Source: an optimization exercise on an open RTL-to-GDS flow (aim: small area and a short achievable clock period). Production flows keep margins and buffers that such runs may drop.

==> flow/design.v <==
function [63:0] gf_x;
  input [63:0] a;
  begin
    gf_x = {a[62:0], 1'b0} ^ (a[63] ? 64'h1B : 64'h0);
  end
endfunction
function [63:0] gf_xinv;
  input [63:0] a;
  begin
    gf_xinv = {a[0], a[63:1]} ^ (a[0] ? 64'hD : 64'h0);
  end
endfunction
function [63:0] gf_xk;
  input [63:0] a;
  input integer k;
  integer i;
  reg [63:0] t;
  begin
    t = a;
    for (i = 0; i < k; i = i + 1) t = gf_x(t);
    gf_xk = t;
  end
endfunction
function [63:0] gf_xinvk;
  input [63:0] a;
  input integer k;
  integer i;
  reg [63:0] t;
  begin
    t = a;
    for (i = 0; i < k; i = i + 1) t = gf_xinv(t);
    gf_xinvk = t;
  end
endfunction
module dfc_encoder (
  input  wire         clk,
  input  wire         rst,
  input  wire         in_valid,
  input  wire [511:0] in_data,
  input  wire [1:0]   in_dir,
  input  wire         in_poison,
  output reg          out_valid,
  output reg  [127:0] out_cb
);
function [63:0] gf_x;
  input [63:0] a;
  begin
    gf_x = {a[62:0], 1'b0} ^ (a[63] ? 64'h1B : 64'h0);
  end
endfunction
function [63:0] gf_xinv;
  input [63:0] a;
  begin
    gf_xinv = {a[0], a[63:1]} ^ (a[0] ? 64'hD : 64'h0);
  end
endfunction
function [63:0] gf_xk;
  input [63:0] a;
  input integer k;
  integer i;
  reg [63:0] t;
  begin
    t = a;
    for (i = 0; i < k; i = i + 1) t = gf_x(t);
    gf_xk = t;
  end
endfunction
function [63:0] gf_xinvk;
  input [63:0] a;
  input integer k;
  integer i;
  reg [63:0] t;
  begin
    t = a;
    for (i = 0; i < k; i = i + 1) t = gf_xinv(t);
    gf_xinvk = t;
  end
endfunction
  reg [63:0] w [0:7];
  integer d, b;
  always @* begin
    for (d = 0; d < 8; d = d + 1)
      for (b = 0; b < 16; b = b + 1)
        w[d][4*b +: 4] = in_data[32*b + 4*d +: 4];
  end
  reg [63:0] tgt, x, y, v, p, z, w8, w9;
  reg [63:0] sk [0:6];
  integer l, i;
  always @* begin
    tgt = 64'h0;
    tgt[32] = in_dir[0];
    tgt[33] = in_dir[1];
    tgt[40] = in_poison;
    x = ((w[0] ^ w[1]) ^ (w[2] ^ w[3])) ^ ((w[4] ^ w[5]) ^ (w[6] ^ w[7]));
    y = ((gf_xinvk(w[0], 8) ^ gf_xinvk(w[1], 7)) ^ (gf_xinvk(w[2], 6) ^ gf_xinvk(w[3], 5)))
      ^ ((gf_xinvk(w[4], 4) ^ gf_xinvk(w[5], 3)) ^ (gf_xinvk(w[6], 2) ^ gf_xinvk(w[7], 1)))
      ^ gf_xinvk(tgt, 8);
    v = x ^ y;
    sk[0] = v;
    for (l = 0; l < 6; l = l + 1) begin
      sk[l+1] = sk[l];
      for (i = 0; i < 64; i = i + 1)
        if ((i >> l) & 1)
          sk[l+1][i] = sk[l][i] ^ sk[l][((i >> l) << l) - 1];
    end
    p = sk[6];
    z = p;
    z[0] = p[63] ^ v[0];
    z[3] = p[63] ^ p[3];
    w9 = z;
    w8 = x ^ w9;
  end
  reg [127:0] cb;
  integer k;
  always @* begin
    for (k = 0; k < 16; k = k + 1)
      cb[8*k +: 8] = {w9[4*k +: 4], w8[4*k +: 4]};
  end
  always @(posedge clk) begin
    if (rst) out_valid <= 1'b0;
    else     out_valid <= in_valid;
    out_cb <= cb;
  end
endmodule
module dfc_decoder (
  input  wire         clk,
  input  wire         rst,
  input  wire         in_valid,
  input  wire [639:0] in_word,
  input  wire         in_mark_valid,
  input  wire [3:0]   in_mark_dev,
  output reg          out_valid,
  output reg  [511:0] out_data,
  output reg  [1:0]   out_dir,
  output reg          out_poison,
  output reg  [1:0]   out_status,
  output reg  [3:0]   out_dev
);
function [63:0] gf_x;
  input [63:0] a;
  begin
    gf_x = {a[62:0], 1'b0} ^ (a[63] ? 64'h1B : 64'h0);
  end
endfunction
function [63:0] gf_xinv;
  input [63:0] a;
  begin
    gf_xinv = {a[0], a[63:1]} ^ (a[0] ? 64'hD : 64'h0);
  end
endfunction
function [63:0] gf_xk;
  input [63:0] a;
  input integer k;
  integer i;
  reg [63:0] t;
  begin
    t = a;
    for (i = 0; i < k; i = i + 1) t = gf_x(t);
    gf_xk = t;
  end
endfunction
function [63:0] gf_xinvk;
  input [63:0] a;
  input integer k;
  integer i;
  reg [63:0] t;
  begin
    t = a;
    for (i = 0; i < k; i = i + 1) t = gf_xinv(t);
    gf_xinvk = t;
  end
endfunction
  localparam [63:0] TAGS = (64'h1 << 32) | (64'h1 << 33) | (64'h1 << 40);
  reg [63:0] w [0:9];
  integer d, b;
  always @* begin
    for (d = 0; d < 10; d = d + 1)
      for (b = 0; b < 16; b = b + 1)
        w[d][4*b +: 4] = in_word[40*b + 4*d +: 4];
  end
  reg [63:0] s0, s1;
  always @* begin
    s0 = ((w[0] ^ w[1]) ^ (w[2] ^ w[3])) ^ ((w[4] ^ w[5]) ^ (w[6] ^ w[7])) ^ (w[8] ^ w[9]);
    s1 = ((w[0] ^ gf_xk(w[1], 1)) ^ (gf_xk(w[2], 2) ^ gf_xk(w[3], 3)))
       ^ ((gf_xk(w[4], 4) ^ gf_xk(w[5], 5)) ^ (gf_xk(w[6], 6) ^ gf_xk(w[7], 7)))
       ^ (gf_xk(w[8], 8) ^ gf_xk(w[9], 9));
  end
  reg [9:0]  z, mk, zm;
  reg [2:0]  et [0:9];
  reg        s0_nz, clean_fit, any_lo, any_hi, multi_lo, multi_hi, one, ok;
  reg [2:0]  dtag, tag;
  reg [3:0]  ddev;
  reg [63:0] e;
  integer j, jj;
  always @* begin
    s0_nz = |s0;
    for (j = 0; j < 10; j = j + 1) begin
      e = s1 ^ gf_xk(s0, j);
      z[j] = ((e & ~TAGS) == 64'h0);
      et[j] = {e[40], e[33], e[32]};
      mk[j] = !in_mark_valid || in_mark_dev == j[3:0];
    end
    zm = z & mk;
    any_lo = |zm[4:0];
    any_hi = |zm[9:5];
    multi_lo = 1'b0;
    multi_hi = 1'b0;
    for (j = 0; j < 5; j = j + 1)
      for (jj = j + 1; jj < 5; jj = jj + 1) begin
        multi_lo = multi_lo | (zm[j] & zm[jj]);
        multi_hi = multi_hi | (zm[5+j] & zm[5+jj]);
      end
    one = (any_lo ^ any_hi) & !multi_lo & !multi_hi;
    clean_fit = !s0_nz && z[0];
    ok = s0_nz ? one : z[0];
    dtag = 3'b000;
    ddev = 4'd0;
    for (j = 0; j < 10; j = j + 1) begin
      dtag = dtag | (et[j] & {3{zm[j]}});
      if (zm[j]) ddev = ddev | j[3:0];
    end
    tag = s0_nz ? dtag : et[0];
  end
  reg [511:0] xn;
  integer m, n;
  always @* begin
    for (m = 0; m < 8; m = m + 1)
      for (n = 0; n < 64; n = n + 1)
        xn[32*(n/4) + 4*m + (n%4)] = ~(w[m][n] ^ (zm[m] & s0[n]));
  end
  reg [511:0] xn_q;
  reg         okn_q;      
  always @(posedge clk) begin
    if (rst) out_valid <= 1'b0;
    else     out_valid <= in_valid;
    xn_q       <= xn;
    okn_q      <= !ok;
    out_dev    <= ddev & {4{ok & s0_nz}};
    out_status <= {!ok, ok & !clean_fit};
    out_dir    <= tag[1:0] | {2{!ok}};
    out_poison <= tag[2] | !ok;
  end
  always @* out_data = ~(xn_q | {512{okn_q}});
endmodule
module dfc_codec (
  input  wire         clk,
  input  wire         rst,
  input  wire         wr_valid,
  input  wire [511:0] wr_data,
  input  wire [1:0]   wr_dir,
  input  wire         wr_poison,
  output wire         wr_out_valid,
  output wire [127:0] wr_cb,
  input  wire         rd_valid,
  input  wire [639:0] rd_word,
  input  wire         rd_mark_valid,
  input  wire [3:0]   rd_mark_dev,
  output wire         rd_out_valid,
  output wire [511:0] rd_data,
  output wire [1:0]   rd_dir,
  output wire         rd_poison,
  output wire [1:0]   rd_status,
  output wire [3:0]   rd_dev
);
  dfc_encoder u_enc (
    .clk(clk), .rst(rst),
    .in_valid(wr_valid), .in_data(wr_data), .in_dir(wr_dir), .in_poison(wr_poison),
    .out_valid(wr_out_valid), .out_cb(wr_cb)
  );
  dfc_decoder u_dec (
    .clk(clk), .rst(rst),
    .in_valid(rd_valid), .in_word(rd_word),
    .in_mark_valid(rd_mark_valid), .in_mark_dev(rd_mark_dev),
    .out_valid(rd_out_valid), .out_data(rd_data), .out_dir(rd_dir),
    .out_poison(rd_poison), .out_status(rd_status), .out_dev(rd_dev)
  );
endmodule
Settings: LEC_CHECK=0, CAP_MARGIN=20, CORE_AREA=5 5 635 635, DIE_AREA=0 0 640 640, PLACE_DENSITY=0.6, SETUP_SLACK_MARGIN=5, SLEW_MARGIN=20, TNS_END_PERCENT=0, BUFFER_PORTS_ARGS=-buffer_cell sky130_fd_sc_hd__buf_1; clock period 10.0 ns.
standard.sh (not shown) runs the stock make flow with config.mk's settings and CLKGATE_MAP_FILE= SYNTH_SCRIPT=/design/flow/synth_recipe.tcl, a recipe that flattens the netlist after the stock synthesis.
==> flow/flow/run.sh <==
#!/bin/bash
# The standard layout (standard.sh), with these changes to how it is made:
#  - synthesis is the standard flow's synthesis script with ABC run on flow/abc.script, a
#    delay-targeted mapping, instead of ORFS's abc_speed script; every other
#    synthesis step (and so every register) is as in the standard synthesis;
#  - the port buffers that buffer_ports inserts are sky130_fd_sc_hd__buf_1
#    instead of the tool's default choice;
set -euo pipefail
W=$PWD
cat >> config.mk <<'EOC'
export BUFFER_PORTS_ARGS = -buffer_cell sky130_fd_sc_hd__buf_1
EOC
export FLOW_FLOW_ABC_SCRIPT=$W/flow/abc.script
{ head -n 1 synth_recipe.tcl; cat flow/abc_proc.tcl; tail -n +2 synth_recipe.tcl; } > own_synth.tcl
M=$(cat flow/setup_margin)
sed -e "s#SYNTH_SCRIPT=[^ ]*#SYNTH_SCRIPT=$W/own_synth.tcl#" -e "s#SETUP_SLACK_MARGIN=[^ ]*#SETUP_SLACK_MARGIN=$M#" standard.sh > own_standard.sh
grep -q "SETUP_SLACK_MARGIN=$M " own_standard.sh
grep -q "SYNTH_SCRIPT=$W/own_synth.tcl" own_standard.sh
bash own_standard.sh > standard.log 2>&1
==> flow/flow/abc.script <==
strash
dch
map -D 2500
topo
buffer -c
stime -c
upsize -c
dnsize -c
==> flow/flow/abc_proc.tcl <==
# Run ABC with this flow's own script (flow/abc.script) in place of ORFS's.
# It maps only the combinational logic; the registers are left as they are.
proc abc {args} {
  set i [lsearch -exact $args -script]
  if {$i >= 0} { lset args [expr {$i + 1}] $::env(FLOW_FLOW_ABC_SCRIPT) }
  yosys abc {*}$args
}
==> flow/flow/setup_margin <==
5
Change:
Settings changed: TNS_END_PERCENT 0 to default.
Result: The new run completed with no timing, DRC or antenna violations; worst setup slack improved by 0.21 ns; cell area went up by a few percent; sequential cell count stays the same; fmax is higher by a few percent; cell count shrinks slightly; count of clock-buffer cells in the layout came out lower by 6; utilization came out higher by 0.75 points; synthesized area stays the same.
Change:
==> flow/flow/abc.script (replaced) <==
strash
dch
map -D 3000
topo
buffer -c
stime -c
upsize -c
dnsize -c
Effect:
- synthesized area fell by a few percent
- synthesized cell count decreases by a few percent
- non-clock buffer count grows by 126
- utilization increases by 0.46 points
- via count shrinks slightly
- clock-buffer cell count goes down by 3
Change:
==> flow/flow/abc.script (replaced) <==
strash
dch
map -D 2500
topo
buffer -c
stime -c
upsize -c
dnsize -c
Settings changed: PLACE_DENSITY 0.6 to 0.75.
=> The new run finished clean; synthesized cell count rises by 3.6%; worst setup slack gets better by 0.21 ns; core utilization is about the same; via count rises by 3.9%; critical path depth stays the same; cell count is higher by 1.8%; final area grows by 0.37%; routed wire length came out lower by 1.9%; sequential share of layout area is about the same.
No functional check of the RTL was part of any run of this note.

==> afterwards: timing with drivers on the ports <==
The results above use ideal ports. As a check the final layouts listed here were re-extracted and re-timed, cells and wires unchanged.
Step 1 (the two cells are an assumption about what drives the block):
set clk [get_ports {clk}]
set_driving_cell -lib_cell sky130_fd_sc_hd__clkbuf_16 $clk
set_driving_cell -lib_cell sky130_fd_sc_hd__buf_2 [delete_from_list [all_inputs] $clk]
Step 2 adds t to the input delays and takes it off the output delays; t is the mean of the earliest and latest rising clock arrival at the registers after step 1. Input paths then give back, and output paths get back, about the clock's delay inside the block.
Slacks: ideal ports / drivers / drivers and shift; pairs: ideal ports / drivers.
run	shift t [ns]	setup slack, ns	hold WS [ns]
the first run	0.948	4.649 / 4.677 / 3.729	1.315 / 1.216 / 2.164
the second run	0.967	4.863 / 4.808 / 3.842	1.350 / 1.253 / 2.220
the third run	0.930	4.625 / 4.467 / 3.536	1.357 / 1.291 / 2.221
the fourth run	0.913	4.836 / 4.708 / 3.795	1.307 / 1.245 / 2.159
After both steps every run listed still meets setup and hold. The setup slack of the third run, which loses most, moves by -0.158 ns with the drivers and by -1.089 ns with both steps.
